From an optimization exercise on the open Yosys and OpenROAD flow, aimed at small area and a short achievable clock period; shortcuts taken in it are not production practice. The RTL was checked by simulation tests, not by an equivalence proof against the original design.

==> exp/harbor <==
==> flow/design.v <==
module lane_contrib (
    input  wire          clk,
    input  wire          rst,
    input  wire          in_valid,
    input  wire          m_kind4,
    input  wire [3:0]    m_count,
    input  wire [4:0]    m_exp,
    input  wire [1:0]    w_fmt,       
    input  wire [7:0]    w_scale,
    input  wire [7:0]    w_offset,
    input  wire [63:0]   w_code,
    input  wire [127:0]  esc_entry,
    input  wire [7:0]    esc_ok,
    output reg           out_valid,
    output reg  [255:0]  out_contrib,
    output reg  [7:0]    out_sat,
    output reg  [7:0]    out_nonfin,
    output reg  [7:0]    out_escovr
);
    reg          v0, v1, v2;
    reg          kind4_0;
    reg  [3:0]   count_0;
    reg  [4:0]   mexp_0;
    reg  [1:0]   fmt_0;
    reg  [7:0]   scale_0, offset_0;
    reg  [63:0]  code_0;
    reg  [127:0] entry_0;
    reg  [7:0]   ok_0;
    always @(posedge clk) begin
        if (rst) begin
            v0 <= 1'b0; v1 <= 1'b0; v2 <= 1'b0; out_valid <= 1'b0;
        end else begin
            v0 <= in_valid; v1 <= v0; v2 <= v1; out_valid <= v2;
        end
        kind4_0  <= m_kind4;
        count_0  <= m_count;
        mexp_0   <= m_exp;
        fmt_0    <= w_fmt;
        scale_0  <= w_scale;
        offset_0 <= w_offset;
        code_0   <= w_code;
        entry_0  <= esc_entry;
        ok_0     <= esc_ok;
    end
    wire [4:0] mq = kind4_0 ? {count_0[3], count_0} : {1'b0, count_0};
    wire [4:0] me = kind4_0 ? mexp_0 : 5'd0;
    wire block    = fmt_0[1];
    wire constant = block && (scale_0 == 8'd0);
    wire esc_bs4  = block && !fmt_0[0];    
    wire signed [9:0] rb = -10'sd90 - $signed({5'd0, me});
    wire signed [8:0] es = (block && !constant) ? 9'sd248 - $signed({1'b0, scale_0}) : 9'sd121;
    reg o0_1, t0_1, o1_1, t1_1, o2_1;
    always @(posedge clk) begin
        o0_1 <= mq[0];
        t0_1 <= mq[1] & ~mq[0];
        o1_1 <= mq[2] ^ mq[1];
        t1_1 <= (mq[3] & ~mq[2] & ~mq[1]) | (~mq[3] & mq[2] & mq[1]);
        o2_1 <= mq[4] ^ mq[3];
    end
    genvar i;
    generate
        for (i = 0; i < 8; i = i + 1) begin : g_lane
            wire [7:0]  code  = code_0[8*i +: 8];
            wire [15:0] entry = entry_0[16*i +: 16];
            wire        ok    = ok_0[i];
            wire esc = esc_bs4 && !constant && (code[3:0] == 4'b1000);
            wire [7:0] b_exp = entry[14:7];
            wire [6:0] b_man = entry[6:0];
            wire b_ff  = (b_exp == 8'hFF);
            wire b_nan = b_ff && (b_man != 7'd0);
            wire [8:0] q = fmt_0[0] ? {code[7], code} : {{5{code[3]}}, code[3:0]};
            wire [8:0] a = constant ? {offset_0[7], offset_0} :
                           esc      ? ((ok && !b_nan) ? {2'b01, b_man} : 9'd0) : q;
            wire [8:0] e = esc ? {1'b0, ~b_exp} : es;
            wire signed [9:0] r = rb + {e[8], e};
            wire flip = esc & entry[15];
            reg  [8:0] a_1;
            reg  [5:0] r_1;
            reg        big_1, zero_1, n0_1, n1_1, n2_1, nf_1, eo_1;
            always @(posedge clk) begin
                a_1    <= a;
                r_1    <= r[5:0];
                big_1  <= r[9];                           
                zero_1 <= !r[9] && (r > 10'sd43);         
                n0_1   <= mq[1] ^ flip;
                n1_1   <= mq[3] ^ flip;
                n2_1   <= mq[4] ^ flip;
                nf_1   <= esc && ok && b_ff;
                eo_1   <= esc && !ok;
            end
            wire [9:0] a10 = {a_1[8], a_1};
            wire [9:0] m0 = (o0_1 ? a10 : 10'd0) | (t0_1 ? {a_1, 1'b0} : 10'd0);
            wire [9:0] m1 = (o1_1 ? a10 : 10'd0) | (t1_1 ? {a_1, 1'b0} : 10'd0);
            wire [9:0] m2 = (o2_1 ? a10 : 10'd0);
            wire [9:0] u0 = m0 ^ {10{n0_1}};
            wire [9:0] u1 = m1 ^ {10{n1_1}};
            wire [9:0] u2 = m2 ^ {10{n2_1}};
            wire sg0 = u0[9], sg1 = u1[9];
            wire [13:0] ra  = {sg0 | sg1, sg0 ^ sg1, sg0, sg0, u0};
            wire [13:0] rbw = {2'b00, u1, 1'b0, n0_1};
            wire [13:0] rcw = {u2, 1'b0, n1_1, 2'b00};
            wire [13:0] rd  = {9'd0, n2_1, 4'd0};
            wire [13:0] x1 = ra ^ rbw ^ rcw;
            wire [13:0] y1 = ((ra & rbw) | (ra & rcw) | (rbw & rcw)) << 1;
            wire [13:0] x2 = x1 ^ y1 ^ rd;
            wire [13:0] y2 = ((x1 & y1) | (x1 & rd) | (y1 & rd)) << 1;
            wire [13:0] sum = x2 + y2;
            reg [12:0] p_2;
            reg [5:0]  r_2;
            reg        big_2, zero_2, nf_2, eo_2;
            always @(posedge clk) begin
                p_2    <= sum[12:0];
                r_2    <= r_1;
                big_2  <= big_1;
                zero_2 <= zero_1;
                nf_2   <= nf_1;
                eo_2   <= eo_1;
            end
            wire [12:0] pz = zero_2 ? 13'd0 : p_2;
            wire sgn = pz[12];
            wire [11:0] u = pz[11:0] ^ {12{sgn}};
            reg  [11:0] t;       
            reg  [11:0] z;       
            integer k;
            always @(*) begin
                t[11] = u[11];
                for (k = 10; k >= 0; k = k - 1) t[k] = t[k+1] | u[k];
                z[0] = !pz[0];
                for (k = 1; k < 12; k = k + 1) z[k] = z[k-1] & !pz[k];
            end
            wire nz   = sgn | t[0];
            wire [15:0] tv = {4'd0, t};
            wire lovf = (r_2[5:4] == 2'b00) && tv[r_2[3:0]];
            wire sat  = big_2 ? nz : lovf;
            wire signed [43:0] wide = {pz, 31'd0};
            wire [43:0] y = wide >>> r_2;
            wire rgt = r_2[5] && !r_2[4];
            wire [3:0]  gi = r_2[3:0];
            wire [15:0] gv = {4'd0, pz[11:0]};
            wire [15:0] sv = {3'd0, ~z[11:0], 1'b0};    
            wire g  = gv[gi];
            wire st = sv[gi];
            wire inc = rgt && g && (st || y[0]);
            wire [14:0] yr = {1'b0, y[13:0]} + {14'd0, inc};
            wire [31:0] res = {y[31:14] & {18{!yr[14]}}, yr[13:0]};
            always @(posedge clk) begin
                out_contrib[32*i +: 32] <= sat ? {sgn, {31{!sgn}}} : res;
                out_sat[i]    <= sat;
                out_nonfin[i] <= nf_2;
                out_escovr[i] <= eo_2;
            end
        end
    endgenerate
endmodule
==> flow/flow/run.sh <==
#!/bin/bash
# The standard layout (the standard.sh: ORFS synthesis through finish),
# with every input and output port buffered by sky130_fd_sc_hd__buf_1
# instead of the cell buffer_ports picks by itself.
set -euo pipefail
export BUFFER_PORTS_ARGS="-buffer_cell sky130_fd_sc_hd__buf_1"
bash standard.sh finish > standard_flow.log 2>&1
==> flow/standard.sh <==
#!/bin/bash
# synth_recipe.tcl (not shown) runs the flow's synth.tcl, then flattens the netlist and writes it again
# the make line also repeats each setting of config.mk as NAME=value (left out here)
make -C /OpenROAD-flow-scripts/flow DESIGN_CONFIG=/design/flow/config.mk WORK_HOME=/design/flow/orfs CLKGATE_MAP_FILE= SYNTH_SCRIPT=/design/flow/synth_recipe.tcl "${@:-finish}"
==> flow/config.mk <==
export PLATFORM = sky130hd
export DESIGN_NAME = lane_contrib
export DESIGN_NICKNAME = lane_contrib
export VERILOG_FILES = /design/flow/design.v
export SDC_FILE = /design/flow/constraint.sdc
export NUM_CORES = 4
export LEC_CHECK = 0
export CAP_MARGIN = 50
export CORE_MARGIN = 2
export CORE_UTILIZATION = 60
export SLEW_MARGIN = 75
==> flow/constraint.sdc <==
create_clock -name core_clock -period 16.0 [get_ports {clk}]
set_input_delay 3.2000 -clock core_clock [delete_from_list [all_inputs] [get_ports {clk}]]
set_output_delay 3.2000 -clock core_clock [all_outputs]
set_load 0.01 [all_outputs]
==> exp/garnet: changes against exp/harbor <==
--- a/flow/design.v
+++ b/flow/design.v
@@ -19,41 +19,27 @@
 );
-    reg          v0, v1, v2;
-    reg          kind4_0;
-    reg  [3:0]   count_0;
-    reg  [4:0]   mexp_0;
-    reg  [1:0]   fmt_0;
-    reg  [7:0]   scale_0, offset_0;
-    reg  [63:0]  code_0;
-    reg  [127:0] entry_0;
-    reg  [7:0]   ok_0;
+    reg v1, v2;
     always @(posedge clk) begin
         if (rst) begin
-            v0 <= 1'b0; v1 <= 1'b0; v2 <= 1'b0; out_valid <= 1'b0;
+            v1 <= 1'b0; v2 <= 1'b0; out_valid <= 1'b0;
         end else begin
-            v0 <= in_valid; v1 <= v0; v2 <= v1; out_valid <= v2;
+            v1 <= in_valid; v2 <= v1; out_valid <= v2;
         end
-        kind4_0  <= m_kind4;
-        count_0  <= m_count;
-        mexp_0   <= m_exp;
-        fmt_0    <= w_fmt;
-        scale_0  <= w_scale;
-        offset_0 <= w_offset;
-        code_0   <= w_code;
-        entry_0  <= esc_entry;
-        ok_0     <= esc_ok;
     end
-    wire [4:0] mq = kind4_0 ? {count_0[3], count_0} : {1'b0, count_0};
-    wire [4:0] me = kind4_0 ? mexp_0 : 5'd0;
-    wire block    = fmt_0[1];
-    wire constant = block && (scale_0 == 8'd0);
-    wire esc_bs4  = block && !fmt_0[0];    
+    wire [4:0] mq = m_kind4 ? {m_count[3], m_count} : {1'b0, m_count};
+    wire [4:0] me = m_kind4 ? m_exp : 5'd0;
+    wire block    = w_fmt[1];
+    wire constant = block && (w_scale == 8'd0);
+    wire esc_bs4  = block && !w_fmt[0];    
     wire signed [9:0] rb = -10'sd90 - $signed({5'd0, me});
-    wire signed [8:0] es = (block && !constant) ? 9'sd248 - $signed({1'b0, scale_0}) : 9'sd121;
-    reg o0_1, t0_1, o1_1, t1_1, o2_1;
+    wire signed [8:0] es = block ? 9'sd248 - $signed({1'b0, w_scale}) : 9'sd121;
+    wire d0_one = mq[0];
+    wire d0_two = mq[1] & ~mq[0];
+    wire d1_one = mq[2] ^ mq[1];
+    wire d1_two = (mq[3] & ~mq[2] & ~mq[1]) | (~mq[3] & mq[2] & mq[1]);
+    wire d2_one = mq[4] ^ mq[3];
+    reg signed [9:0] rb_1;
+    reg signed [8:0] es_1;
     always @(posedge clk) begin
-        o0_1 <= mq[0];
-        t0_1 <= mq[1] & ~mq[0];
-        o1_1 <= mq[2] ^ mq[1];
-        t1_1 <= (mq[3] & ~mq[2] & ~mq[1]) | (~mq[3] & mq[2] & mq[1]);
-        o2_1 <= mq[4] ^ mq[3];
+        rb_1 <= rb;
+        es_1 <= constant ? 9'sd121 : es;
     end
@@ -62,6 +48,7 @@
         for (i = 0; i < 8; i = i + 1) begin : g_lane
-            wire [7:0]  code  = code_0[8*i +: 8];
-            wire [15:0] entry = entry_0[16*i +: 16];
-            wire        ok    = ok_0[i];
-            wire esc = esc_bs4 && !constant && (code[3:0] == 4'b1000);
+            wire [7:0]  code  = w_code[8*i +: 8];
+            wire [15:0] entry = esc_entry[16*i +: 16];
+            wire        ok    = esc_ok[i];
+            wire escc = esc_bs4 && (code[3:0] == 4'b1000);
+            wire esc  = escc && !constant;
             wire [7:0] b_exp = entry[14:7];
@@ -70,22 +57,30 @@
             wire b_nan = b_ff && (b_man != 7'd0);
-            wire [8:0] q = fmt_0[0] ? {code[7], code} : {{5{code[3]}}, code[3:0]};
-            wire [8:0] a = constant ? {offset_0[7], offset_0} :
-                           esc      ? ((ok && !b_nan) ? {2'b01, b_man} : 9'd0) : q;
-            wire [8:0] e = esc ? {1'b0, ~b_exp} : es;
-            wire signed [9:0] r = rb + {e[8], e};
+            wire [8:0] q  = w_fmt[0] ? {code[7], code} : {{5{code[3]}}, code[3:0]};
+            wire [8:0] aw = escc ? ((ok && !b_nan) ? {2'b01, b_man} : 9'd0) : q;
+            wire [8:0] a  = constant ? {w_offset[7], w_offset} : aw;
             wire flip = esc & entry[15];
             reg  [8:0] a_1;
-            reg  [5:0] r_1;
-            reg        big_1, zero_1, n0_1, n1_1, n2_1, nf_1, eo_1;
+            reg  [7:0] x_1;      
+            reg        esc_1;
+            reg        o0_1, t0_1, o1_1, t1_1, o2_1;    
+            reg        n0_1, n1_1, n2_1, nf_1, eo_1;    
             always @(posedge clk) begin
-                a_1    <= a;
-                r_1    <= r[5:0];
-                big_1  <= r[9];                           
-                zero_1 <= !r[9] && (r > 10'sd43);         
-                n0_1   <= mq[1] ^ flip;
-                n1_1   <= mq[3] ^ flip;
-                n2_1   <= mq[4] ^ flip;
-                nf_1   <= esc && ok && b_ff;
-                eo_1   <= esc && !ok;
+                a_1  <= a;
+                x_1  <= b_exp;
+                esc_1 <= esc;
+                o0_1 <= d0_one;
+                t0_1 <= d0_two;
+                o1_1 <= d1_one;
+                t1_1 <= d1_two;
+                o2_1 <= d2_one;
+                n0_1 <= mq[1] ^ flip;
+                n1_1 <= mq[3] ^ flip;
+                n2_1 <= mq[4] ^ flip;
+                nf_1 <= esc && ok && b_ff;
+                eo_1 <= esc && !ok;
             end
+            wire [8:0] e = esc_1 ? {1'b0, ~x_1} : es_1;
+            wire signed [9:0] r = rb_1 + {e[8], e};
+            wire big   = r[9];                             
+            wire under = !r[9] && (r > 10'sd43);           
             wire [9:0] a10 = {a_1[8], a_1};
@@ -112,5 +107,5 @@
                 p_2    <= sum[12:0];
-                r_2    <= r_1;
-                big_2  <= big_1;
-                zero_2 <= zero_1;
+                r_2    <= r[5:0];
+                big_2  <= big;
+                zero_2 <= under;
                 nf_2   <= nf_1;
Settings changed: SLEW_MARGIN 75 to 85.
==> run summary <==
exp/garnet ended with an error in global routing (5_1_grt) on GRT-0232. exp/harbor finished clean. In exp/garnet the area after synthesis is smaller than in exp/harbor, by about 8%. Against exp/garnet, the synthesized cell count of exp/harbor is higher by 2.5%.
==> figures <==
	exp/harbor	exp/garnet
HPWL after detailed placement	119000 um	145000 um
Simple-gate area share of the yosys netlist	14.4%	15.8%
Share of Yosys cell area claimed by the top area cell type	34.5%	28.8%
Die outline width	295 um	283 um
Post-place instance area	0.0551 mm^2	0.0650 mm^2
Synthesized-area fraction occupied by xor and xnor cells	8.21%	9.13%
Chip height	295 um	283 um
Post-Syn Nets	6256	6118
Setup Slack @ Placement	11.85 ns	3.96 ns
Number of synthesized register bits	877	671
Part of the Yosys area used for sequential elements	34.5%	28.8%
Number of instances in the synthesized netlist	5711	5573
Status	finished clean	did not finish
Last stage reached	-	global routing (5_1_grt)
Count of standard-cell rows	106	102
Adder-cell area share of the yosys netlist	8.91%	9.71%
Gp weighted congestion	1.01	1.02
Netlist Area Pre-Place	0.0509 mm^2	0.0466 mm^2
Share of cell area taken by muxes after synthesis	6.05%	5.98%

-- re-timing with driven ports --
The flow's constraints put no driver on any port. The routed layout listed below was extracted and timed again, unchanged, in two steps. Step 1, drivers: a clkbuf_16 drives clk and a buf_2 each remaining input, both assumed. Step 2, shift: input delay + t, output delay - t, t = (earliest + latest rising clock arrival at the registers) / 2. This alone moves slack from input paths to output paths. Slacks: ideal / step 1 / step 2; pairs: ideal / step 1.
run: exp/harbor
t, ns: 0.738
setup WS [ns]: 11.602 / 11.527 / 11.834
hold WS [ns]: 0.314 / 0.314 / 0.314
After both steps exp/harbor still meets setup and hold. For exp/harbor, drivers alone change the setup slack by -0.075 ns; drivers and shift together by +0.232 ns.
